This design comes from an exercise in tuning for small area, a short achievable clock period and few clock cycles on the open sky130 flow, not from production work.
At most, simulation tests tie the RTL to the original design; equivalence was not proved.
The RTL of run 4 was laid out without a check of its function.
Power figures rest on the tool's default switching activity, not on a simulated workload.

==> flow/design.v <==
module fp8dot (
    input  wire        clk,
    input  wire        rst,           
    input  wire        in_valid,
    output wire        in_ready,
    input  wire        in_first,      
    input  wire        in_last,       
    input  wire [3:0]  in_mask,       
    input  wire        in_fmt_a,      
    input  wire        in_fmt_b,
    input  wire [31:0] in_a,          
    input  wire [31:0] in_b,
    input  wire [2:0]  in_out_fmt,    
    input  wire [10:0] in_scale,      
    output reg         out_valid,
    output reg  [31:0] out_data,      
    output reg         out_sat,       
    output wire [95:0] out_value,     
    output wire [2:0]  out_flags      
);
    reg  s1_first, s1_last;      
    reg  s2_first, s2_last;      
    reg  acc_done;               
    reg  xfer_d1, xfer_d2;       
    reg  rdy;                    
    wire xfer = acc_done & ~xfer_d1 & ~xfer_d2;
    assign in_ready = rdy;
    wire beat = in_valid & rdy & ~rst;
    wire s1_last_n  = beat & in_last;
    wire acc_done_1 = ~rst & (s2_last | (acc_done & ~xfer));
    wire xd1_1      = ~rst & xfer;
    wire xd2_1      = ~rst & xfer_d1;
    wire xfer_1     = acc_done_1 & ~xd1_1 & ~xd2_1;
    wire acc_done_2 = s1_last | (acc_done_1 & ~xfer_1);
    wire xfer_2     = acc_done_2 & ~xfer_1 & ~xd1_1;
    wire acc_done_3 = s1_last_n | (acc_done_2 & ~xfer_2);
    wire blocked_3  = acc_done_3 & (xfer_2 | xfer_1);
    always @(posedge clk) begin
        acc_done <= acc_done_1;
        xfer_d1  <= xd1_1;
        xfer_d2  <= xd2_1;
        rdy      <= rst | ~blocked_3;
    end
    wire [3:0] l_nan, l_inf, l_sgn;
    genvar i;
    generate
        for (i = 0; i < 4; i = i + 1) begin : g_lane
            wire [7:0] xa = in_a[8*i +: 8];
            wire [7:0] xb = in_b[8*i +: 8];
            wire za = (xa[6:0] == 7'd0);
            wire zb = (xb[6:0] == 7'd0);
            wire ia = in_fmt_a & (xa[6:0] == 7'h7C);
            wire ib = in_fmt_b & (xb[6:0] == 7'h7C);
            wire na = in_fmt_a ? ((xa[6:2] == 5'd31) & (xa[1:0] != 2'd0)) : (xa[6:0] == 7'h7F);
            wire nb = in_fmt_b ? ((xb[6:2] == 5'd31) & (xb[1:0] != 2'd0)) : (xb[6:0] == 7'h7F);
            assign l_nan[i]  = na | nb | (ia & zb) | (za & ib);
            assign l_inf[i]  = ia | ib;
            assign l_sgn[i]  = (xa[7] ^ xb[7]) & ~za & ~zb;
        end
    endgenerate
    wire [3:0] on     = in_mask & {4{beat}};
    wire       b_nan  = |(on & l_nan);
    wire       b_pinf = |(on & l_inf & ~l_nan & ~l_sgn);
    wire       b_ninf = |(on & l_inf & ~l_nan &  l_sgn);
    reg [6:0]  s1_a [0:3];       
    reg [6:0]  s1_b [0:3];
    reg        s1_fa, s1_fb;
    reg [3:0]  s1_s;
    reg [2:0]  s1_flg;           
    reg [2:0]  s1_ofmt;
    reg [10:0] s1_scale;
    integer k;
    always @(posedge clk) begin
        for (k = 0; k < 4; k = k + 1) begin
            s1_a[k] <= on[k] ? in_a[8*k +: 7] : 7'd0;
            s1_b[k] <= in_b[8*k +: 7];
        end
        s1_fa    <= in_fmt_a;
        s1_fb    <= in_fmt_b;
        s1_s     <= on & l_sgn;
        s1_flg   <= {b_ninf, b_pinf, b_nan};
        s1_first <= beat & in_first;
        s1_last  <= s1_last_n;
        s1_ofmt  <= in_out_fmt;
        s1_scale <= in_scale;
    end
    reg [14:0] s2_c [0:3];
    reg [7:0]  s2_oh [0:3];      
    reg [3:0]  s2_s;
    reg [2:0]  s2_flg;
    reg [2:0]  s2_ofmt;
    reg [10:0] s2_scale;
    reg        red_flag;
    wire       flagged = (|s1_flg) | (red_flag & ~s1_first);
    always @(posedge clk)
        red_flag <= flagged;
    wire [3:0] s1_use = s1_s & {4{~flagged}};
    generate
        for (i = 0; i < 4; i = i + 1) begin : g_mul
            wire [3:0]  siga, sigb;
            wire [4:0]  ea, eb;
            fp8dot_decode u_da (.fmt(s1_fa), .x(s1_a[i]), .sig(siga), .exp(ea));
            fp8dot_decode u_db (.fmt(s1_fb), .x(s1_b[i]), .sig(sigb), .exp(eb));
            wire [5:0]  e = {1'b0, ea} + {1'b0, eb};
            wire [7:0]  p = flagged ? 8'd0 : siga * sigb;
            wire [2:0]  l = e[2:0];
            wire [14:0] c = ({7'd0, p} << l) ^ {15{s1_use[i]}};
            always @(posedge clk) begin
                s2_c[i] <= c;
                s2_oh[i] <= 8'd1 << e[5:3];
            end
        end
    endgenerate
    always @(posedge clk) begin
        s2_s     <= s1_use;
        s2_flg   <= s1_flg;
        s2_first <= s1_first & ~rst;
        s2_last  <= s1_last & ~rst;
        s2_ofmt  <= s1_ofmt;
        s2_scale <= s1_scale;
    end
    reg  [88:0] acc;
    reg  [2:0]  acc_flg;
    reg  [2:0]  h_ofmt;
    reg  [10:0] h_scale;
    wire [88:0] term [0:3];
    generate
        for (i = 0; i < 4; i = i + 1) begin : g_term
            wire [7:0]  oh = s2_oh[i];
            wire        s  = s2_s[i];
            wire [14:0] c  = s2_c[i];
            genvar j;
            for (j = 0; j < 89; j = j + 1) begin : g_bit
                localparam integer G = j >> 3;
                localparam integer R = j & 7;
                wire lo = (G <= 7) ? oh[G & 7] : 1'b0;
                wire hi = (G >= 1 && G <= 8 && R != 7) ? oh[(G - 1) & 7] : 1'b0;
                assign term[i][j] = (lo & c[R]) | (hi & c[(8 + R) % 15]) | (s & ~lo & ~hi);
            end
        end
    endgenerate
    wire        clr   = s2_first | (|s2_flg);
    wire [88:0] base  = clr ? 89'd0 : acc;
    wire [88:0] sa_ = term[0] ^ term[1] ^ term[2];
    wire [88:0] ca_ = {(term[0][87:0] & term[1][87:0]) | (term[0][87:0] & term[2][87:0]) |
                       (term[1][87:0] & term[2][87:0]), s2_s[0]};
    wire [88:0] sb_ = sa_ ^ ca_ ^ term[3];
    wire [88:0] cb_ = {(sa_[87:0] & ca_[87:0]) | (sa_[87:0] & term[3][87:0]) |
                       (ca_[87:0] & term[3][87:0]), s2_s[1]};
    wire [88:0] sc_ = sb_ ^ cb_ ^ base;
    wire [88:0] cc_ = {(sb_[87:0] & cb_[87:0]) | (sb_[87:0] & base[87:0]) |
                       (cb_[87:0] & base[87:0]), s2_s[2]};
    wire [88:0] acc_next;
    fp8dot_add #(.N(89)) u_add (.a(sc_), .b(cc_), .cin(s2_s[3]), .s(acc_next));
    always @(posedge clk) begin
        acc     <= acc_next;
        acc_flg <= (s2_first ? 3'd0 : acc_flg) | s2_flg;
        if (s2_last) begin
            h_ofmt  <= s2_ofmt;
            h_scale <= s2_scale;
        end
    end
    wire        v_neg = acc[88];
    wire [87:0] lsd   = acc[88:1] ^ acc[87:0];
    wire [6:0]  w_msb;
    wire        w_any;
    fp8dot_msb u_msb (.x({40'd0, lsd}), .pos(w_msb), .any(w_any));
    reg  [6:0]  m24;
    reg  signed [11:0] nemin32, ksub;
    always @(*) begin
        case (h_ofmt)
            3'd1:    begin m24 = 7'd17; nemin32 =  12'sd94; ksub = -12'sd77; end
            3'd2:    begin m24 = 7'd14; nemin32 = -12'sd18; ksub =  12'sd32; end
            3'd3:    begin m24 = 7'd21; nemin32 = -12'sd26; ksub =  12'sd47; end
            3'd4:    begin m24 = 7'd22; nemin32 = -12'sd18; ksub =  12'sd40; end
            default: begin m24 = 7'd1;  nemin32 =  12'sd94; ksub = -12'sd93; end
        endcase
    end
    wire signed [11:0] sc     = {h_scale[10], h_scale};
    wire signed [11:0] nthr   = sc + nemin32;        
    wire signed [11:0] qv_s   = ksub - sc;           
    wire signed [11:0] msbw   = w_any ? $signed({5'd0, w_msb}) : -12'sd1;
    wire signed [11:0] diff   = msbw + nthr;         
    wire               normal = ~diff[11];
    wire        [6:0]  qv_n   = w_any ? w_msb + m24 : m24 - 7'd1;
    wire        [6:0]  qs_s   = (qv_s > 12'sd127) ? 7'd127 : qv_s[6:0];
    wire        [6:0]  qs     = normal ? qv_n : qs_s;
    wire        [7:0]  ebf    = ~normal ? 8'd0 : (diff > 12'sd255) ? 8'd255 : diff[7:0];
    reg  [6:0]  r0_qs;
    reg         r0_neg, r0_zero;
    reg  [7:0]  r0_ebf;
    reg  [2:0]  r0_fmt;
    always @(posedge clk) begin
        r0_qs   <= qs;
        r0_neg  <= v_neg;
        r0_zero <= ~w_any & ~v_neg;
        r0_ebf  <= ebf;
        r0_fmt  <= h_ofmt;
    end
    reg  [88:0] ov;
    reg  [2:0]  oflg;
    always @(posedge clk)
        if (xfer) begin
            ov   <= acc;
            oflg <= acc_flg;
        end
    assign out_value = {{7{ov[88]}}, ov};
    assign out_flags = oflg;
    wire [24:0] shv;
    wire        stk;
    fp8dot_shr u_shr (.x({ov, 25'd0}), .sh(r0_qs), .y(shv), .sticky(stk));
    wire [24:0] mw   = shv ^ {25{r0_neg}};               
    wire        r_ge = ~stk & ~shv[0];                   
    wire        lt   = stk;
    wire        grd  = lt ? mw[0] : shv[0];
    reg  [23:0] r1_mant;
    reg         r1_inc, r1_neg, r1_zero;
    reg  [7:0]  r1_ebf;
    reg  [2:0]  r1_fmt;
    always @(posedge clk) begin
        r1_mant <= mw[24:1];
        r1_inc  <= (r0_neg & r_ge) | (grd & (lt | mw[1]));
        r1_neg  <= r0_neg;
        r1_zero <= r0_zero;
        r1_ebf  <= r0_ebf;
        r1_fmt  <= r0_fmt;
    end
    wire [23:0] mant = r1_mant;
    wire        inc  = r1_inc;
    wire [24:0] mr   = {1'b0, mant} + {24'd0, inc};
    reg  [1:0]  top2;
    always @(*) begin
        case (r1_fmt)
            3'd1:    top2 = {1'b0, mant[7]}  + {1'b0, inc & (&mant[6:0])};
            3'd2:    top2 = {1'b0, mant[10]} + {1'b0, inc & (&mant[9:0])};
            3'd3:    top2 = {1'b0, mant[3]}  + {1'b0, inc & (&mant[2:0])};
            3'd4:    top2 = {1'b0, mant[2]}  + {1'b0, inc & (&mant[1:0])};
            default: top2 = {1'b0, mant[23]} + {1'b0, inc & (&mant[22:0])};
        endcase
    end
    wire [9:0] ef = {2'b0, r1_ebf} + {8'd0, top2};
    reg        ovf;
    reg [30:0] body, maxb, infb, nanb;
    reg        is8;
    always @(*) begin
        case (r1_fmt)
            3'd1: begin
                ovf  = (ef >= 10'd255);
                body = {16'd0, ef[7:0], mr[6:0]};
                maxb = 31'h7F7F; infb = 31'h7F80; nanb = 31'h7FC0; is8 = 1'b0;
            end
            3'd2: begin
                ovf  = (ef >= 10'd31);
                body = {16'd0, ef[4:0], mr[9:0]};
                maxb = 31'h7BFF; infb = 31'h7C00; nanb = 31'h7E00; is8 = 1'b0;
            end
            3'd3: begin
                ovf  = (ef > 10'd15) | ((ef == 10'd15) & (mr[2:0] == 3'd7));
                body = {24'd0, ef[3:0], mr[2:0]};
                maxb = 31'h7E; infb = 31'h7E; nanb = 31'h7F; is8 = 1'b1;
            end
            3'd4: begin
                ovf  = (ef >= 10'd31);
                body = {24'd0, ef[4:0], mr[1:0]};
                maxb = 31'h7B; infb = 31'h7C; nanb = 31'h7E; is8 = 1'b1;
            end
            default: begin
                ovf  = (ef >= 10'd255);
                body = {ef[7:0], mr[22:0]};
                maxb = 31'h7F7FFFFF; infb = 31'h7F800000; nanb = 31'h7FC00000; is8 = 1'b0;
            end
        endcase
    end
    wire f_nan = oflg[0] | (oflg[1] & oflg[2]);
    wire f_inf = oflg[1] | oflg[2];
    reg [30:0] rb;
    reg        rs, rsat;
    always @(*) begin
        rsat = 1'b0;
        rs   = r1_neg;
        if (f_nan) begin
            rb = nanb; rs = 1'b0;
        end else if (f_inf) begin
            rb = infb; rs = oflg[2]; rsat = (r1_fmt == 3'd3);
        end else if (r1_zero) begin
            rb = 31'd0; rs = 1'b0;
        end else if (ovf) begin
            rb = is8 ? maxb : infb; rsat = is8;
        end else begin
            rb = body;
        end
    end
    reg [31:0] rd;
    always @(*) begin
        case (r1_fmt)
            3'd1, 3'd2: rd = {16'd0, rs, rb[14:0]};
            3'd3, 3'd4: rd = {24'd0, rs, rb[6:0]};
            default:    rd = {rs, rb};
        endcase
    end
    always @(posedge clk) begin
        out_data  <= rd;
        out_sat   <= rsat;
        out_valid <= ~rst & xfer_d2;
    end
endmodule
module fp8dot_decode (
    input  wire       fmt,    
    input  wire [6:0] x,      
    output wire [3:0] sig,
    output wire [4:0] exp
);
    wire [3:0] e4 = x[6:3];
    wire [2:0] m4 = x[2:0];
    wire [4:0] e5 = x[6:2];
    wire [1:0] m5 = x[1:0];
    assign sig  = fmt ? {1'b0, e5 != 5'd0, m5} : {e4 != 4'd0, m4};
    assign exp  = fmt ? ((e5 == 5'd0) ? 5'd0 : e5 - 5'd1)
                      : ((e4 == 4'd0) ? 5'd7 : {1'b0, e4} + 5'd6);
endmodule
module fp8dot_add #(parameter integer N = 89) (
    input  wire [N-1:0] a,
    input  wire [N-1:0] b,
    input  wire         cin,
    output wire [N-1:0] s
);
    localparam integer M  = N + 1;           
    localparam integer LV = (M > 64) ? 7 : (M > 32) ? 6 : (M > 16) ? 5 : (M > 8) ? 4 : (M > 4) ? 3 : 2;
    wire [M*(LV+1)-1:0] g, p;
    assign g[M-1:0] = {a & b, cin};
    assign p[M-1:0] = {a ^ b, 1'b0};
    genvar l, n;
    generate
        for (l = 0; l < LV; l = l + 1) begin : lv
            for (n = 0; n < M; n = n + 1) begin : bt
                if (((n >> l) & 1) == 1) begin : cmb
                    localparam integer J = ((n >> l) << l) - 1;
                    assign g[(l+1)*M + n] = g[l*M + n] | (p[l*M + n] & g[l*M + J]);
                    assign p[(l+1)*M + n] = p[l*M + n] & p[l*M + J];
                end else begin : pas
                    assign g[(l+1)*M + n] = g[l*M + n];
                    assign p[(l+1)*M + n] = p[l*M + n];
                end
            end
        end
    endgenerate
    assign s = p[M-1:1] ^ g[LV*M + M-2 : LV*M];
endmodule
module fp8dot_shr (
    input  wire [113:0] x,
    input  wire [6:0]   sh,
    output wire [24:0]  y,
    output wire         sticky    
);
    wire sx = x[113];
    wire [87:0] a6;    
    wire [55:0] a5;
    wire [39:0] a4;
    wire [31:0] a3;
    wire [27:0] a2;
    wire [25:0] a1;
    genvar n;
    generate
        for (n = 0; n < 88; n = n + 1) begin : s6
            if (n + 64 < 114) begin : in_r
                assign a6[n] = sh[6] ? x[n + 64] : x[n];
            end else begin : fill
                assign a6[n] = sh[6] ? sx : x[n];
            end
        end
        for (n = 0; n < 56; n = n + 1) begin : s5
            assign a5[n] = sh[5] ? a6[n + 32] : a6[n];
        end
        for (n = 0; n < 40; n = n + 1) begin : s4
            assign a4[n] = sh[4] ? a5[n + 16] : a5[n];
        end
        for (n = 0; n < 32; n = n + 1) begin : s3
            assign a3[n] = sh[3] ? a4[n + 8] : a4[n];
        end
        for (n = 0; n < 28; n = n + 1) begin : s2
            assign a2[n] = sh[2] ? a3[n + 4] : a3[n];
        end
        for (n = 0; n < 26; n = n + 1) begin : s1
            assign a1[n] = sh[1] ? a2[n + 2] : a2[n];
        end
        for (n = 0; n < 25; n = n + 1) begin : s0
            assign y[n] = sh[0] ? a1[n + 1] : a1[n];
        end
    endgenerate
    assign sticky = (sh[6] & (|x[63:0])) | (sh[5] & (|a6[31:0])) | (sh[4] & (|a5[15:0])) |
                    (sh[3] & (|a4[7:0]))  | (sh[2] & (|a3[3:0]))  | (sh[1] & (|a2[1:0])) |
                    (sh[0] & a1[0]);
endmodule
module fp8dot_msb (
    input  wire [127:0] x,
    output wire [6:0]   pos,
    output wire         any
);
    wire [127:0] a0 = x;
    wire [63:0]  a1;  wire [63:0]  p1;
    wire [31:0]  a2;  wire [63:0]  p2;
    wire [15:0]  a3;  wire [47:0]  p3;
    wire [7:0]   a4;  wire [31:0]  p4;
    wire [3:0]   a5;  wire [19:0]  p5;
    wire [1:0]   a6;  wire [11:0]  p6;
    genvar n;
    generate
        for (n = 0; n < 64; n = n + 1) begin : l1
            assign a1[n] = a0[2*n+1] | a0[2*n];
            assign p1[n] = a0[2*n+1];
        end
        for (n = 0; n < 32; n = n + 1) begin : l2
            assign a2[n] = a1[2*n+1] | a1[2*n];
            assign p2[2*n +: 2] = a1[2*n+1] ? {1'b1, p1[2*n+1]} : {1'b0, p1[2*n]};
        end
        for (n = 0; n < 16; n = n + 1) begin : l3
            assign a3[n] = a2[2*n+1] | a2[2*n];
            assign p3[3*n +: 3] = a2[2*n+1] ? {1'b1, p2[2*(2*n+1) +: 2]} : {1'b0, p2[2*(2*n) +: 2]};
        end
        for (n = 0; n < 8; n = n + 1) begin : l4
            assign a4[n] = a3[2*n+1] | a3[2*n];
            assign p4[4*n +: 4] = a3[2*n+1] ? {1'b1, p3[3*(2*n+1) +: 3]} : {1'b0, p3[3*(2*n) +: 3]};
        end
        for (n = 0; n < 4; n = n + 1) begin : l5
            assign a5[n] = a4[2*n+1] | a4[2*n];
            assign p5[5*n +: 5] = a4[2*n+1] ? {1'b1, p4[4*(2*n+1) +: 4]} : {1'b0, p4[4*(2*n) +: 4]};
        end
        for (n = 0; n < 2; n = n + 1) begin : l6
            assign a6[n] = a5[2*n+1] | a5[2*n];
            assign p6[6*n +: 6] = a5[2*n+1] ? {1'b1, p5[5*(2*n+1) +: 5]} : {1'b0, p5[5*(2*n) +: 5]};
        end
    endgenerate
    assign any = a6[1] | a6[0];
    assign pos = a6[1] ? {1'b1, p6[11:6]} : {1'b0, p6[5:0]};
endmodule
==> flow/flow/run.sh <==
#!/bin/bash
# The standard layout (standard.sh) with different settings: ORFS's
# timing repair aimed below the clock period (extra setup margin, worst
# path only), plain buf_1 port buffers and larger clock-tree sink
# clusters. The clock, constraints and synthesis are unchanged.
set -e
cat >> config.mk <<'EOS'
export SETUP_SLACK_MARGIN = 17
export BUFFER_PORTS_ARGS = -buffer_cell sky130_fd_sc_hd__buf_1
EOS
bash standard.sh > standard.log 2>&1
==> flow/standard.sh <==
#!/bin/bash
# synth_recipe.tcl (not shown) runs the flow's synth.tcl, then flattens the netlist and writes it again
# the make line also repeats each setting of config.mk as NAME=value (left out here)
make -C /OpenROAD-flow-scripts/flow DESIGN_CONFIG=/design/flow/config.mk WORK_HOME=/design/flow/orfs CLKGATE_MAP_FILE= SYNTH_SCRIPT=/design/flow/synth_recipe.tcl "${@:-finish}"
==> flow/config.mk <==
export PLATFORM = sky130hd
export DESIGN_NAME = fp8dot
export DESIGN_NICKNAME = fp8dot
export VERILOG_FILES = /design/flow/design.v
export SDC_FILE = /design/flow/constraint.sdc
export NUM_CORES = 4
export LEC_CHECK = 0
export CAP_MARGIN = 35
export CORE_MARGIN = 2
export CORE_UTILIZATION = 45
export CTS_CLUSTER_DIAMETER = 100
export CTS_CLUSTER_SIZE = 20
export SLEW_MARGIN = 35
export TNS_END_PERCENT = 0
export SETUP_SLACK_MARGIN = 17
export BUFFER_PORTS_ARGS = -buffer_cell sky130_fd_sc_hd__buf_1
==> flow/constraint.sdc <==
create_clock -name core_clock -period 22.0 [get_ports {clk}]
set_input_delay 4.4000 -clock core_clock [delete_from_list [all_inputs] [get_ports {clk}]]
set_output_delay 4.4000 -clock core_clock [all_outputs]
set_load 0.01 [all_outputs]
==> reports/qor.yml, run 1 <==
outcome:
  status: "finished clean"
placement:
  dp_cells: 5378
  dp_worst_setup_slack_ns: 15.09
  gp_congestion: 1.012
  dp.final_hpwl_mm: 93.41
  numPortBuffers: 222
final_layout:
  final-seq-area_sq_um: 10930
  n_fill_cell: 8143
  layout_commonest_cell: "dfxtp_1"
  final_nets: 4856
  final_cell_mix: "dfxtp_1, nand2_1, inv_1"
  fin_cells: 5459
  multi_input_area_sq_um: 25780
  syn_to_final_growth_pct: 8.322
  drive_gt1_share_pct: 6.562
floorplan:
  rows: 107
  die_area_sq_um: 88130
  initial_utilization_pct: 45.33
  core-area_sq_um: 85150
  io_pins: 223
  die_x_um: 296.9
  dieHeight_um: 296.9
power_and_ir_drop:
  intPower_uw: 2699
  switchingPower_uw: 2276
  sw_frac_of_total_pct: 45.75
  leakagePower_uw: 0.01779
  peakVddDrop_mv: 0.08375
  powerDensity_nw_per_um2: 119.0
  share_seq_of_total_power_pct: 31.9
  pwr-share-clk_pct: 14.7
  p_comb_share_pct: 53.4
  fin_total_pwr_uw: 4975
clocking:
  clockBufferDepth: 3
  clk_pin_slew_worst_paths_ns: 0.08
  cts.sinks: 491
  h-tree-depth: 2
  postCtsHoldBufs: 0
  cts-root-buf: "clkbuf_16"
  cts_tree: "done"
  worst_skew_pair.late_latency_ns: 0.62
  numCtsBuffers: 37
route:
  ant_nets: 0
  wl_mm: 115.8
  vias: 31341
  wl_per_cell_um: 21.22
  wirelength_met1_mm: 50.06
  top_layer: "met4"
  drt_first_pass_iters: 6
  met2_length_mm: 52.79
  drtIter0Drc: 2781
  met3_length_mm: 7.997
  drt_drc_violations_left: 0
  via_per_inst: 5.741
critical_path:
  reg2reg_depth: 20
  worstReg2RegEnd: "acc[53]"
  crit_path_end_kind: "output port"
  startpoint_type: "flip-flop"
  r2r-start: "s2_s[1]"
  cp_max_fo: 10
  rrSetupSlack_ns: 16.46
  critical_path_required_ns: 17.60
  critical_path_class: "flip-flop to output port"
  cp.arrival_ns: 1.38
sta:
  rsz0062_at_grt: "true"
  tightestPinTransition_ns: 0.9011
  fin_skew_ns: 0.05459
  final-setup-viol-count: 0
  fmax_mhz: 172.9
  fin_tns_setup_ns: 0
  final_max_slew_viol_count: 0
  period_needed_ns: 5.783
  finalHoldViolations: 0
  relSlewSlack_pct: 39.93
  fin_ws_ns: 16.22
  whs_ns: 0.3279
  fin_crit_sh_pct: 26.28
job:
  drv_cap: 0
logic_synthesis:
  synth_top_cell_area_share_pct: 19.97
  synth.avg_cell_area_sq_um: 9.152
  synth-seq-cells: 491
  synthArstFlopShare_pct: 0
  yosys-top-cells-area: "dfxtp_1, fa_1, edfxtp_1, ha_1, xnor2_1"
  synth_edf_count: 106
  synth_flop_cell: "dfxtp_1"
  ys_warn_count: 9
  synth_largest_area_cell: "dfxtp_1"
  synth_cells: 4217
  ys_seq_area_share_pct: 28.22
  synth_fp_nets: 4786
  synthDistinctLibCells: 93
  syn-cell-area_sq_um: 38600
global_route:
  antenna_found_initial: 1
  grt_pass1_wl_mm: 177.9
  track_usage_pct: 25.65
  grt_overflow: 0
  grt_pass1_vias: 30132
  grt_start_max_net_pins: 90
worst_hold_path:
  worstHoldPathCells: 0
  whs_endpoint: "r1_ebf[0]"
  min_from: "r0_ebf[0]"
  hold_class: "flip-flop to flip-flop"
-- flip-flops by register name, indices dropped and copies added (netlist names), 4 cells and up --
name      flops
s1_s          4
s1_scale     11
h_scale      11
r1_mant      24
r0_ebf        8
s2_oh        32
acc          89
s2_s          4
s1_b         28
r1_ebf        8
ov           89
s1_a         28
out_data     32
r0_qs         7
s2_scale     11
s2_c         60
-- power groups by stage --
stage               sequential (uW)  combinational, uW  clock, uW
floorplan                      1320               2130          0
detailed placement             1580               2580          0
global placement               1580               2560          0
finish                         1590               2660        732
CTS                            1560               2620        754
global route                   1610               2990        783
-- cell type report --
cell class | instances | share of cell area [%]
antenna | 2 | 0.01197
clock buffer | 45 | 2.388
clock inverter | 20 | 0.6943
inverter | 325 | 2.939
multi-input combinational | 3175 | 61.66
sequential | 491 | 26.13
tap | 1144 | 3.424
timing repair buffer | 257 | 2.750
-- what timing repair did --
action,CTS,global route
endpoints found under the setup margin,257,273
gates cloned,1,0
resized for setup,21,53
pin swaps,2,8
buffers inserted,6,7
hold endpoints to repair,0,0
-- cell usage after synthesis, drive strengths merged (45+ instances only) --
cell    instances
dfxtp         385
inv           322
nand2         319
nor2          303
fa            271
a21oi         265
ha            209
xnor2         203
o21ai         193
and2          140
clkbuf        134
a221oi        131
mux2i         115
nand3         107
edfxtp        106
buf            92
nor3           90
a221o          70
a21o           64
and3           53
nor2b          52
mux2           50
xor2           50
nand2b         45
-- cells by family after synthesis --
family,share of synthesized area (%)
DFF,28.22
adders and majority gates,20.83
muxes,5.900
and+or+nand+nor,15.60
xor gates and xnor gates,5.741
buffers and inverters,5.547
AOI/OAI and AO/OA,18.16
-- layer usage --
| metal | up-vias | GRT usage [%] |
|---|---|---|
| li1 | 15108 | - |
| met3 | 296 | 3.336 |
| met5 | - | 0 |
| met2 | 1291 | 42.07 |
| met1 | 14646 | 34.38 |
| met4 | 0 | 10.14 |
-- stage by stage --
| stage | utilization [%] | cell area [sq um] |
|---|---|---|
| final | 49.10 | 41810 |
| after global routing | 49.10 | 41810 |
| after CTS | 48.84 | 41580 |
| after detailed placement | 47.13 | 40130 |
| after global placement | 47.12 | 40120 |
| after floorplan | - | 38600 |
-- worst max-delay path, cell delays in order (launching register included) --
cell      delay, ns
edfxtp_1       0.44
buf_12         0.18
buf_1          0.13
-- worst max path at each step --
stage | from | to | slack, ns
2_1_floorplan | in_b[11] | s1_flg[1] | 16.47
3_3_place_gp | acc[24] | r0_qs[5] | 15.11
6_report | ov[88] | out_value[95] | 16.22
5_1_grt | ov[88] | out_value[88] | 16.17
3_5_place_dp | acc[24] | r0_qs[3] | 15.09
4_1_cts | ov[88] | out_value[95] | 16.19
Testbench counts, summed over its fixed seeds: cycles 61,386.
==> inputs of run 2 (changes only) <==
--- a/flow/config.mk
+++ b/flow/config.mk
@@ -7,7 +7,7 @@
 export LEC_CHECK = 0
 export CAP_MARGIN = 35
 export CORE_MARGIN = 2
-export CORE_UTILIZATION = 45
+export CORE_UTILIZATION = 50
 export CTS_CLUSTER_DIAMETER = 100
 export CTS_CLUSTER_SIZE = 20
 export SLEW_MARGIN = 35
==> run 2 against run 1 <==
Effect of this change: still clean on timing, DRC and antenna; final cell count shrank 2.1%; die area down 9.9%; hold slack lost 0.0082 ns; maximum frequency is 0.49% higher; first-iteration DRC count grew 18%; final area shrank 0.43%; highest routed layer unchanged.
==> reports/qor.yml, run 2 <==
floorplan:
  die_x_um: 281.8
  core-area_sq_um: 76200
  initial_utilization_pct: 50.65
  rows: 101
  io_pins: 223
  die_area_sq_um: 79430
  dieHeight_um: 281.8
route:
  drtIter0Drc: 3292
  drt_drc_violations_left: 0
  drt_first_pass_iters: 6
  via_per_inst: 5.974
  wl_per_cell_um: 22.32
  vias: 31925
  ant_nets: 0
  wl_mm: 119.3
logic_synthesis:
  synth_fp_nets: 4786
  synth_most_common_cell: "dfxtp_1"
  yosys-top-cells-area: "dfxtp_1, fa_1, edfxtp_1, ha_1, xnor2_1"
  synth_edf_count: 106
  synth_largest_area_cell: "dfxtp_1"
  synth_top_cell_area_share_pct: 19.97
  synthDistinctLibCells: 93
  synth_cells: 4217
  synth_common_cells: "dfxtp_1, nand2_1, inv_1"
  synth_flop_cell: "dfxtp_1"
  ys_seq_area_share_pct: 28.22
  synth.avg_cell_area_sq_um: 9.152
  ys_warn_count: 9
  synthArstFlopShare_pct: 0
  synth-seq-cells: 491
  syn-cell-area_sq_um: 38600
clocking:
  numCtsBuffers: 34
  cts-root-buf: "clkbuf_16"
  clockBufferDepth: 3
  cts_tree: "done"
  cts.sinks: 491
  h-tree-depth: 2
  clk_pin_slew_worst_paths_ns: 0.09
  worst_skew_pair.late_latency_ns: 0.60
critical_path:
  path_buf_inv: 1
  path_delay_family: "flip-flops"
  cp_max_fo: 4
  crit_chain: "buf_1"
  critical_path_class: "flip-flop to output port"
  crit_path_end_kind: "output port"
  critical_path_required_ns: 17.60
  startpoint_type: "flip-flop"
  cp.arrival_ns: 1.35
  cpMaxStageDelayCell: "edfxtp_1"
  cpPeakStageDelay_ns: 0.58
placement:
  dp.final_hpwl_mm: 94.95
  gp_congestion: 1.008
  numPortBuffers: 222
power_and_ir_drop:
  intPower_uw: 2668
  switchingPower_uw: 2313
  peakVddDrop_mv: 0.1032
  sw_frac_of_total_pct: 46.44
  leakagePower_uw: 0.01779
  powerDensity_nw_per_um2: 119.6
  pwr-share-clk_pct: 13.5
  fin_total_pwr_uw: 4981
  p_comb_share_pct: 53.8
  share_seq_of_total_power_pct: 32.7
sta:
  rsz0062_at_grt: "true"
  relSlewSlack_pct: 41.04
  period_needed_ns: 5.754
  tightestPinTransition_ns: 0.8844
  fin_tns_setup_ns: 0
  fin_crit_sh_pct: 26.16
  finalHoldViolations: 0
  final-setup-viol-count: 0
  final_max_slew_viol_count: 0
  fmax_mhz: 173.8
  fin_skew_ns: 0.04985
global_route:
  grt_pass1_vias: 30207
  grt_start_max_net_pins: 76
  grt_pass1_wl_mm: 179.7
  track_usage_pct: 29.70
  antenna_found_initial: 1
  grt_overflow: 0
final_layout:
  drive_gt1_share_pct: 6.583
  n_fill_cell: 7143
  final_cell_mix: "dfxtp_1, nand2_1, inv_1"
  syn_to_final_growth_pct: 7.855
  top_regs: "acc (89), ov (89), s2_c (60)"
  final_nets: 4860
  diodes: 0
  layout_commonest_cell: "dfxtp_1"
worst_hold_path:
  hold_class: "flip-flop to flip-flop"
outcome:
  status: "finished clean"
job:
  drv_cap: 0
## run 2: cell types whose count changed in the layout (fill, tap and decap cells not counted), moves of 4 or more
cell / change
clkbuf_1: +4
buf_4: +6
a221oi_2: +6
nor2_2: -4
a221oi_1: -6
clkbuf_16: -5
## run 2: layer usage
| metal | GRT usage, % | share of wire (%) | vias to the layer above |
|---|---|---|---|
| met3 | 4.773 | 7.0 | 341 |
| met4 | 12.78 | 4.8 | 0 |
| met2 | 49.17 | 47 | 1399 |
| li1 | - | - | 15074 |
| met1 | 38.44 | 41 | 15111 |
| met5 | 0 | 0 | - |
## run 2: final timing paths
kind / from / end / slack, ns / depth (start not counted)
hold reg to reg: s1_scale[10] / s2_scale[10] / 0.32 / 0
hold / removal: s1_scale[10] / s2_scale[10] / 0.32 / 0
setup reg to reg: s2_s[2] / acc[70] / 16.45 / 19
setup / recovery: ov[19] / out_value[19] / 16.25 / 1
## run 2: final cells by class
type,count,area [sq um],area share (%)
Inverter,325,1225,2.943
Timing Repair Buffer,264,1210,2.907
Clock inverter,13,219.0,0.5260
Tap cell,1030,1289,3.096
Multi-Input combinational cell,3175,25840,62.07
Clock buffer,46,915.9,2.200
Sequential cell,491,10930,26.25
## run 2: kinds of logic (layout without fill, tap and decap cells)
group	Yosys count	in the layout	synth area share [%]
simple gates	1235	1235	15.60
compound gates	1017	1017	18.16
buf+inv	551	648	5.547
flops	491	491	28.22
fa+ha+maj	480	480	20.83
xor+xnor	253	253	5.741
mux	190	190	5.900
## run 2: per-stage QoR
step	worst slack (ns)	util, %	area, sq um	hold WS (ns)	instances
floorplan	16.47	-	38600	0.3096	4217
global placement	15.14	52.46	39970	0.3096	5263
detailed placement	15.20	52.48	39990	0.3121	5264
CTS	16.24	54.27	41350	0.3298	5332
global route	16.20	54.63	41630	0.3373	5344
finish	16.25	54.63	41630	0.3197	5344
## run 2: timing repair
| item | 4_1_cts | 5_1_grt |
|---|---|---|
| gates cloned | 1 | 0 |
| hold buffers | 0 | 0 |
| pin swaps | 4 | 4 |
| setup buffers | 8 | 12 |
| setup endpoints to repair | 260 | 266 |
| gates resized for setup | 32 | 50 |
## run 2: power by group through the flow
stage / Clock, uW / Sequential, uW / Combinational (uW)
final: 674 / 1630 / 2680
after global placement: 0 / 1610 / 2570
after detailed placement: 0 / 1620 / 2580
after CTS: 694 / 1600 / 2630
after floorplan: 0 / 1320 / 2130
after global routing: 725 / 1640 / 3000
==> inputs of run 3 (changes only) <==
==> flow/flow/run.sh (replaced) <==
#!/bin/bash
# The standard layout (standard.sh) with different settings: ORFS's
# timing repair aimed below the clock period (extra setup margin, worst
# path only), plain buf_2 port buffers and larger clock-tree sink
# clusters. The clock, constraints and synthesis are unchanged.
set -e
cat >> config.mk <<'EOS'
export SETUP_SLACK_MARGIN = 17
export BUFFER_PORTS_ARGS = -buffer_cell sky130_fd_sc_hd__buf_2
EOS
bash standard.sh > standard.log 2>&1
--- a/flow/config.mk
+++ b/flow/config.mk
@@ -13,4 +13,4 @@
 export SLEW_MARGIN = 35
 export TNS_END_PERCENT = 0
 export SETUP_SLACK_MARGIN = 17
-export BUFFER_PORTS_ARGS = -buffer_cell sky130_fd_sc_hd__buf_1
+export BUFFER_PORTS_ARGS = -buffer_cell sky130_fd_sc_hd__buf_2
==> run 3 against run 2 <==
Effect of this change: still clean on timing, DRC and antenna; flip-flop and latch count unchanged; final cell count decreased by 0.13%; register-to-register slack got worse by 0.08 ns; global-route usage increased by 0.35 points; synthesized cell count unchanged; area after synthesis unchanged; maximum frequency decreased by 1.7%; critical path type unchanged; critical endpoint unchanged.
==> reports/qor.yml, run 3 <==
worst_hold_path:
  whs_endpoint: "s2_scale[0]"
  min_from: "s1_scale[0]"
  worstHoldPathCells: 0
  hold_class: "flip-flop to flip-flop"
route:
  met3_length_mm: 7.386
  met2_length_mm: 57.53
  wirelength_met1_mm: 50.99
  drtIter0Drc: 2994
  top_layer: "met4"
  wl_per_cell_um: 22.68
  drt_first_pass_iters: 8
  vias: 31886
  via_per_inst: 5.975
  drt_drc_violations_left: 0
  wl_mm: 121.1
  ant_nets: 0
global_route:
  grt_pass1_vias: 30731
  grt_start_max_net_pins: 90
  antenna_found_initial: 0
  track_usage_pct: 30.05
  grt_pass1_wl_mm: 182.8
  grt_overflow: 0
floorplan:
  die_area_sq_um: 79430
  dieHeight_um: 281.8
  rows: 101
  initial_utilization_pct: 50.65
  io_pins: 223
  die_x_um: 281.8
  core-area_sq_um: 76200
placement:
  dp.final_hpwl_mm: 96.98
  gp_congestion: 1.010
  numPortBuffers: 222
logic_synthesis:
  ys_warn_count: 9
  synthArstFlopShare_pct: 0
  synth_edf_count: 106
  ys_seq_area_share_pct: 28.22
  synth_flop_cell: "dfxtp_1"
  synth_most_common_cell: "dfxtp_1"
  synthDistinctLibCells: 93
  synth_fp_nets: 4786
  synth_top_cell_area_share_pct: 19.97
  synth.avg_cell_area_sq_um: 9.152
  synth_cells: 4217
  synth-seq-cells: 491
  synth_common_cells: "dfxtp_1, nand2_1, inv_1"
  synth_largest_area_cell: "dfxtp_1"
  syn-cell-area_sq_um: 38600
  yosys-top-cells-area: "dfxtp_1, fa_1, edfxtp_1, ha_1, xnor2_1"
critical_path:
  cpMaxStageDelayCell: "edfxtp_1"
  path_delay_family: "flip-flops"
  cp.arrival_ns: 1.45
  cp_max_fo: 4
  reg2reg_depth: 17
  crit_chain: "buf_2"
  crit_path_end_kind: "output port"
  startpoint_type: "flip-flop"
  critical_path_required_ns: 17.60
  r2r-start: "s2_s[0]"
  worstReg2RegEnd: "acc[64]"
  cpPeakStageDelay_ns: 0.60
  rrSetupSlack_ns: 16.37
  critical_path_class: "flip-flop to output port"
  path_buf_inv: 1
final_layout:
  n_fill_cell: 7129
  drive_gt1_share_pct: 11.40
  final-seq-area_sq_um: 10930
  top_regs: "acc (89), ov (89), s2_c (60)"
  final_cell_mix: "dfxtp_1, nand2_1, inv_1"
  final_nets: 4855
  syn_to_final_growth_pct: 7.904
  multi_input_area_sq_um: 25800
  layout_commonest_cell: "dfxtp_1"
clocking:
  numCtsBuffers: 31
  cts_tree: "done"
  clk_pin_slew_worst_paths_ns: 0.08
  cts.sinks: 491
  h-tree-depth: 1
  worst_skew_pair.late_latency_ns: 0.65
  clockBufferDepth: 3
  cts-root-buf: "clkbuf_16"
sta:
  fin_skew_ns: 0.02484
  fin_tns_setup_ns: 0
  fmax_mhz: 170.9
  fin_crit_sh_pct: 26.60
  period_needed_ns: 5.852
  final-setup-viol-count: 0
  rsz0062_at_grt: "true"
  whs_ns: 0.3255
  final_max_slew_viol_count: 0
  tightestPinTransition_ns: 0.8810
  finalHoldViolations: 0
  relSlewSlack_pct: 40.81
power_and_ir_drop:
  peakVddDrop_mv: 0.1001
  leakagePower_uw: 0.01832
  powerDensity_nw_per_um2: 118.0
outcome:
  status: "finished clean"
job:
  drv_cap: 0
==> run 3: metrics by stage <==
| stage | area (sq um) | std cells | util, % | worst slack, ns | power (uW) |
|---|---|---|---|---|---|
| finish | 41650 | 5337 | 54.65 | 16.15 | 4915 |
| global route | 41640 | 5336 | 54.65 | 16.14 | 5304 |
| CTS | 41430 | 5329 | 54.37 | 16.16 | 4875 |
| detailed placement | 40260 | 5264 | 52.83 | 15.22 | 4222 |
| global placement | 40260 | 5264 | 52.83 | 15.22 | 4217 |
| floorplan | 38600 | 4217 | - | 16.47 | 3453 |
==> run 3: cells by family (layout without fill, tap and decap cells) <==
family | Yosys count | count (layout) | share of synthesized area (%)
compound gates | 1017 | 1017 | 18.16
xor+xnor | 253 | 253 | 5.741
fa+ha+maj | 480 | 480 | 20.83
buf+inv | 551 | 640 | 5.547
flops | 491 | 491 | 28.22
mux | 190 | 190 | 5.900
other cells | 0 | 1 | 0
simple gates | 1235 | 1235 | 15.60
==> run 3: power by group <==
group	internal, uW	switching (uW)	leakage [uW]
Sequential	1170	456	0.00418
Clock	269	331	0.000461
Combinational	1170	1520	0.0137
Total	2610	2310	0.0183
==> run 3: area by class of cell <==
class,instances,area share [%]
Antenna cell,1,0.006009
Tap cell,1030,3.094
Timing Repair Buffer,262,3.527
Inverter,325,2.950
Clock inverter,12,0.2674
Sequential cell,491,26.23
Multi-Input combinational cell,3175,61.94
Clock buffer,41,1.977
==> run 3: worst max-delay path by stage <==
stage | endpoint | cells past startpoint | from
3_5_place_dp | r0_qs[2] | 24 | acc[24]
3_3_place_gp | r0_qs[3] | 24 | acc[24]
5_1_grt | out_value[95] | 2 | ov[88]
2_1_floorplan | s1_flg[1] | 9 | in_b[11]
6_report | out_value[19] | 1 | ov[19]
4_1_cts | out_value[93] | 2 | ov[88]
==> run 3: repair_timing <==
item | in CTS | in global routing
setup buffers | 11 | 6
resized for setup | 22 | 51
endpoints found under the setup margin | 259 | 268
hold buffers | 0 | 0
pin swaps | 3 | 3
gates cloned | 1 | 0
endpoints found under the hold margin | 0 | 0
==> run 3: routing by layer <==
metal / global-route usage (%) / vias up
met4: 11.25 / 0
met1: 39.44 / 15246
met2: 50.84 / 1260
li1: - / 15072
met3: 3.555 / 308
met5: 0 / -
==> inputs of run 4 (changes only) <==
--- a/flow/design.v
+++ b/flow/design.v
@@ -66,6 +66,7 @@
     reg [6:0]  s1_b [0:3];
     reg        s1_fa, s1_fb;
     reg [3:0]  s1_s;
+    reg        s1_beat;
     reg [2:0]  s1_flg;           
     reg [2:0]  s1_ofmt;
     reg [10:0] s1_scale;
@@ -78,6 +79,7 @@
         s1_fa    <= in_fmt_a;
         s1_fb    <= in_fmt_b;
         s1_s     <= on & l_sgn;
+        s1_beat  <= beat;
         s1_flg   <= {b_ninf, b_pinf, b_nan};
         s1_first <= beat & in_first;
         s1_last  <= s1_last_n;
@@ -85,7 +87,7 @@
         s1_scale <= in_scale;
     end
     reg [14:0] s2_c [0:3];
-    reg [7:0]  s2_oh [0:3];      
+    reg [2:0]  s2_h [0:3];
     reg [3:0]  s2_s;
     reg [2:0]  s2_flg;
     reg [2:0]  s2_ofmt;
@@ -93,7 +95,7 @@
     reg        red_flag;
     wire       flagged = (|s1_flg) | (red_flag & ~s1_first);
     always @(posedge clk)
-        red_flag <= flagged;
+        if (s1_beat) red_flag <= flagged;
     wire [3:0] s1_use = s1_s & {4{~flagged}};
     generate
         for (i = 0; i < 4; i = i + 1) begin : g_mul
@@ -107,7 +109,7 @@
             wire [14:0] c = ({7'd0, p} << l) ^ {15{s1_use[i]}};
             always @(posedge clk) begin
                 s2_c[i] <= c;
-                s2_oh[i] <= 8'd1 << e[5:3];
+                s2_h[i] <= e[5:3];
             end
         end
     endgenerate
@@ -126,7 +128,7 @@
     wire [88:0] term [0:3];
     generate
         for (i = 0; i < 4; i = i + 1) begin : g_term
-            wire [7:0]  oh = s2_oh[i];
+            wire [7:0]  oh = 8'd1 << s2_h[i];
             wire        s  = s2_s[i];
             wire [14:0] c  = s2_c[i];
             genvar j;
@@ -185,10 +187,10 @@
     wire        [6:0]  qv_n   = w_any ? w_msb + m24 : m24 - 7'd1;
     wire        [6:0]  qs_s   = (qv_s > 12'sd127) ? 7'd127 : qv_s[6:0];
     wire        [6:0]  qs     = normal ? qv_n : qs_s;
-    wire        [7:0]  ebf    = ~normal ? 8'd0 : (diff > 12'sd255) ? 8'd255 : diff[7:0];
+    wire        [8:0]  ebf    = ~normal ? 9'd0 : (diff > 12'sd511) ? 9'd511 : diff[8:0];
     reg  [6:0]  r0_qs;
     reg         r0_neg, r0_zero;
-    reg  [7:0]  r0_ebf;
+    reg  [8:0]  r0_ebf;
     reg  [2:0]  r0_fmt;
     always @(posedge clk) begin
         r0_qs   <= qs;
@@ -215,7 +217,7 @@
     wire        grd  = lt ? mw[0] : shv[0];
     reg  [23:0] r1_mant;
     reg         r1_inc, r1_neg, r1_zero;
-    reg  [7:0]  r1_ebf;
+    reg  [8:0]  r1_ebf;
     reg  [2:0]  r1_fmt;
     always @(posedge clk) begin
         r1_mant <= mw[24:1];
@@ -238,7 +240,7 @@
             default: top2 = {1'b0, mant[23]} + {1'b0, inc & (&mant[22:0])};
         endcase
     end
-    wire [9:0] ef = {2'b0, r1_ebf} + {8'd0, top2};
+    wire [9:0] ef = {1'b0, r1_ebf} + {8'd0, top2};
     reg        ovf;
     reg [30:0] body, maxb, infb, nanb;
     reg        is8;
==> flow/flow/run.sh (replaced) <==
#!/bin/bash
# The standard layout, with ORFS's timing repair aimed below the clock
# period (extra setup margin) and plain buffers on the ports; the clock and
# constraints are unchanged.
set -e
cat >> config.mk <<'EOS'
export SETUP_SLACK_MARGIN = 17
export BUFFER_PORTS_ARGS = -buffer_cell sky130_fd_sc_hd__buf_2
EOS
bash standard.sh > standard.log 2>&1
--- a/flow/config.mk
+++ b/flow/config.mk
@@ -7,9 +7,7 @@
 export LEC_CHECK = 0
 export CAP_MARGIN = 35
 export CORE_MARGIN = 2
-export CORE_UTILIZATION = 50
-export CTS_CLUSTER_DIAMETER = 100
-export CTS_CLUSTER_SIZE = 20
+export CORE_UTILIZATION = 45
 export SLEW_MARGIN = 35
 export TNS_END_PERCENT = 0
 export SETUP_SLACK_MARGIN = 17
==> run 4 against run 3 <==
Effect of this change: routed wire length is 4.8% higher; worst setup slack worse by 0.064 ns; synthesized cell count is 2.7% higher; maximum frequency is 1.1% lower; total power is 28% higher; non-clock buffer count is 70 higher; die area is 10% higher; via count is 3.7% higher; register-to-register slack worse by 0.29 ns; utilization is 2.7 points lower; critical path type is now flip-flop to flip-flop; highest routed layer is now met5.
==> reports/qor.yml, run 4 <==
outcome:
  status: "finished clean"
floorplan:
  rows: 106
  die_area_sq_um: 87400
  dieHeight_um: 295.6
  io_pins: 223
  initial_utilization_pct: 45.59
  die_x_um: 295.6
  core-area_sq_um: 83950
global_route:
  grt_overflow: 0
  track_usage_pct: 28.61
  grt_pass1_wl_mm: 190.8
  antenna_found_initial: 1
  grt_start_max_net_pins: 69
  grt_pass1_vias: 31468
logic_synthesis:
  synth_top_cell_area_share_pct: 19.20
  synth_flop_cell: "dfxtp_1"
  synth.avg_cell_area_sq_um: 8.837
  ys_warn_count: 9
  syn-cell-area_sq_um: 38270
  synth_fp_nets: 4900
  ys_seq_area_share_pct: 27.59
  synthDistinctLibCells: 90
  synthArstFlopShare_pct: 0
  synth_edf_count: 107
  synth_common_cells: "o21ai_0, nand2_1, dfxtp_1"
  synth_most_common_cell: "o21ai_0"
  synth-seq-cells: 474
  synth_cells: 4331
  yosys-top-cells-area: "dfxtp_1, fa_1, edfxtp_1, ha_1, o21ai_0"
  synth_largest_area_cell: "dfxtp_1"
worst_hold_path:
  hold_class: "flip-flop to flip-flop"
job:
  drv_cap: 0
sta:
  final_max_slew_viol_count: 0
  fin_crit_sh_pct: 26.89
  fin_skew_ns: 0.01512
  finalHoldViolations: 0
  tightestPinTransition_ns: 0.8892
  period_needed_ns: 5.916
  whs_ns: 0.3234
  final-setup-viol-count: 0
  rsz0062_at_grt: "true"
  fmax_mhz: 169.0
  fin_tns_setup_ns: 0
  relSlewSlack_pct: 40.36
critical_path:
  critical_path_class: "flip-flop to flip-flop"
  cp_max_fo: 9
  crit_path_end_kind: "flip-flop"
  cpPeakStageDelay_ns: 0.57
  critical_path_required_ns: 22.57
  crit_chain: "buf_4, o21ai_0, buf_4, o21ai_0, fa_1, fa_1, fa_1, inv_1, ha_1, nand2_1, a21oi_1, a221oi_2, buf_4, nand4_1, a311oi_4, buf_6, o31ai_4, a22o_4, a221o_1, or4_1, nand3_1"
  cpMaxStageDelayCell: "o21ai_0"
  cp.arrival_ns: 6.48
  startpoint_type: "flip-flop"
final_layout:
  fin_cells: 5739
  drive_gt1_share_pct: 14.38
  multi_input_area_sq_um: 26090
  top_regs: "acc (89), ov (89), s2_c (60)"
  final_nets: 5129
  final_cell_mix: "o21ai_0, nand2_1, inv_1"
  diodes: 0
  syn_to_final_growth_pct: 13.90
  layout_commonest_cell: "o21ai_0"
  final-seq-area_sq_um: 10620
  n_fill_cell: 7861
route:
  via_per_inst: 5.763
  met2_length_mm: 57.49
  wl_per_cell_um: 22.11
  wl_mm: 126.9
  top_layer: "met5"
  met3_length_mm: 10.51
  ant_nets: 0
  wirelength_met1_mm: 52.21
  drt_drc_violations_left: 0
  vias: 33071
  drt_first_pass_iters: 6
  drtIter0Drc: 2865
clocking:
  numCtsBuffers: 54
  cts.sinks: 474
  cts_tree: "done"
  clockBufferDepth: 3
  cts-root-buf: "clkbuf_16"
  worst_skew_pair.late_latency_ns: 0.63
  postCtsHoldBufs: 0
  h-tree-depth: 2
  clk_pin_slew_worst_paths_ns: 0.06
placement:
  gp_congestion: 1.031
  numPortBuffers: 222
  dp_cells: 5574
  dp.final_hpwl_mm: 100.3
power_and_ir_drop:
  powerDensity_nw_per_um2: 144.7
  leakagePower_uw: 0.01897
  peakVddDrop_mv: 0.1548
  fin_total_pwr_uw: 6310
-- run 4: final timing paths --
check | startpoint | to | slack [ns] | depth (start not counted)
hold reg to reg | r0_ebf[5] | r1_ebf[5] | 0.32 | 0
setup / recovery | s2_h[1][0] | acc[88] | 16.08 | 21
hold / removal | r0_ebf[5] | r1_ebf[5] | 0.32 | 0
setup reg to reg | s2_h[1][0] | acc[88] | 16.08 | 21
-- run 4: logic make-up after synthesis --
| logic type | synth area share, % |
|---|---|
| and+or+nand+nor | 15.63 |
| AOI/OAI and AO/OA | 18.76 |
| buffers and inverters | 5.263 |
| adders and majority gates | 21.01 |
| DFF | 27.59 |
| xor gates and xnor gates | 5.607 |
| muxes | 6.146 |
-- run 4: critical path, delay by kind of cell (launching register included) --
family | cells | cell delay (ns)
compound gates | 8 | 1.95
fa+ha+maj | 4 | 1.89
buf+inv | 5 | 0.82
simple gates | 4 | 0.81
flops | 1 | 0.38
-- run 4: what timing repair did --
action,CTS,global route
pin swaps,11,10
buffers inserted,32,28
resized for setup,94,63
gates cloned,2,2
setup endpoints to repair,235,262
-- run 4: report_power, final --
part           total [uW]  internal (uW)  switching, uW
clock                 997            605            393
combinational        3850           1640           2210
sequential           1470           1140            324
total                6310           3390           2920
-- run 4: final cells by class --
class | count | share of cell area (%)
Clock buffer | 67 | 3.444
Clock inverter | 34 | 1.122
Inverter | 369 | 3.226
Multi-Input combinational cell | 3329 | 59.85
Sequential cell | 474 | 24.36
Tap cell | 1134 | 3.255
Timing Repair Buffer | 332 | 4.739
-- run 4: layer usage --
layer | GRT usage (%) | vias to the layer above
li1 | - | 15661
met2 | 46.13 | 1434
met4 | 12.74 | 2
met3 | 5.891 | 329
met1 | 37.05 | 15645
met5 | 0 | -
-- run 4: stage by stage --
stage,util [%],setup WS [ns],instance area [sq um]
floorplan,-,16.48,38350
global placement,48.34,15.10,40580
detailed placement,48.36,14.95,40600
CTS,51.44,16.18,43190
global route,51.93,16.05,43590
finish,51.93,16.08,43590

-- static timing again, ports no longer ideal --
The flow's constraints put no driver on any port. The routed layouts listed below were extracted and timed again, unchanged, in two steps. Step 1 (the two cells are an assumption about what drives the block):
set clk [get_ports {clk}]
set_driving_cell -lib_cell sky130_fd_sc_hd__clkbuf_16 $clk
set_driving_cell -lib_cell sky130_fd_sc_hd__buf_2 [delete_from_list [all_inputs] $clk]
Step 2 times the ports against the registers' clock, not the clock port: input delays grow and output delays shrink by t, the midpoint of the rising clock arrivals with the driver on. Three values: ideal, step 1, step 2; two values: the first two.
run | t (ns) | setup WS [ns] | worst hold slack (ns) | worst setup path after step 2 | slew at the worst register clock pin (ns)
run 1 | 0.655 | 16.217 / 16.156 / 16.076 | 0.328 / 0.328 / 0.328 | input to register | 0.08 / 0.08
run 2 | 0.645 | 16.246 / 16.180 / 16.083 | 0.320 / 0.320 / 0.320 | input to register | 0.09 / 0.09
run 3 | 0.702 | 16.148 / 16.079 / 16.123 | 0.325 / 0.325 / 0.325 | input to register | 0.09 / 0.09
run 4 | 0.690 | 16.084 / 16.084 / 16.041 | 0.323 / 0.323 / 0.323 | input to register | 0.07 / 0.07
After both steps every run listed still meets setup and hold. For run 2, which loses most, drivers alone change the setup slack by -0.066 ns; drivers and shift together by -0.163 ns.
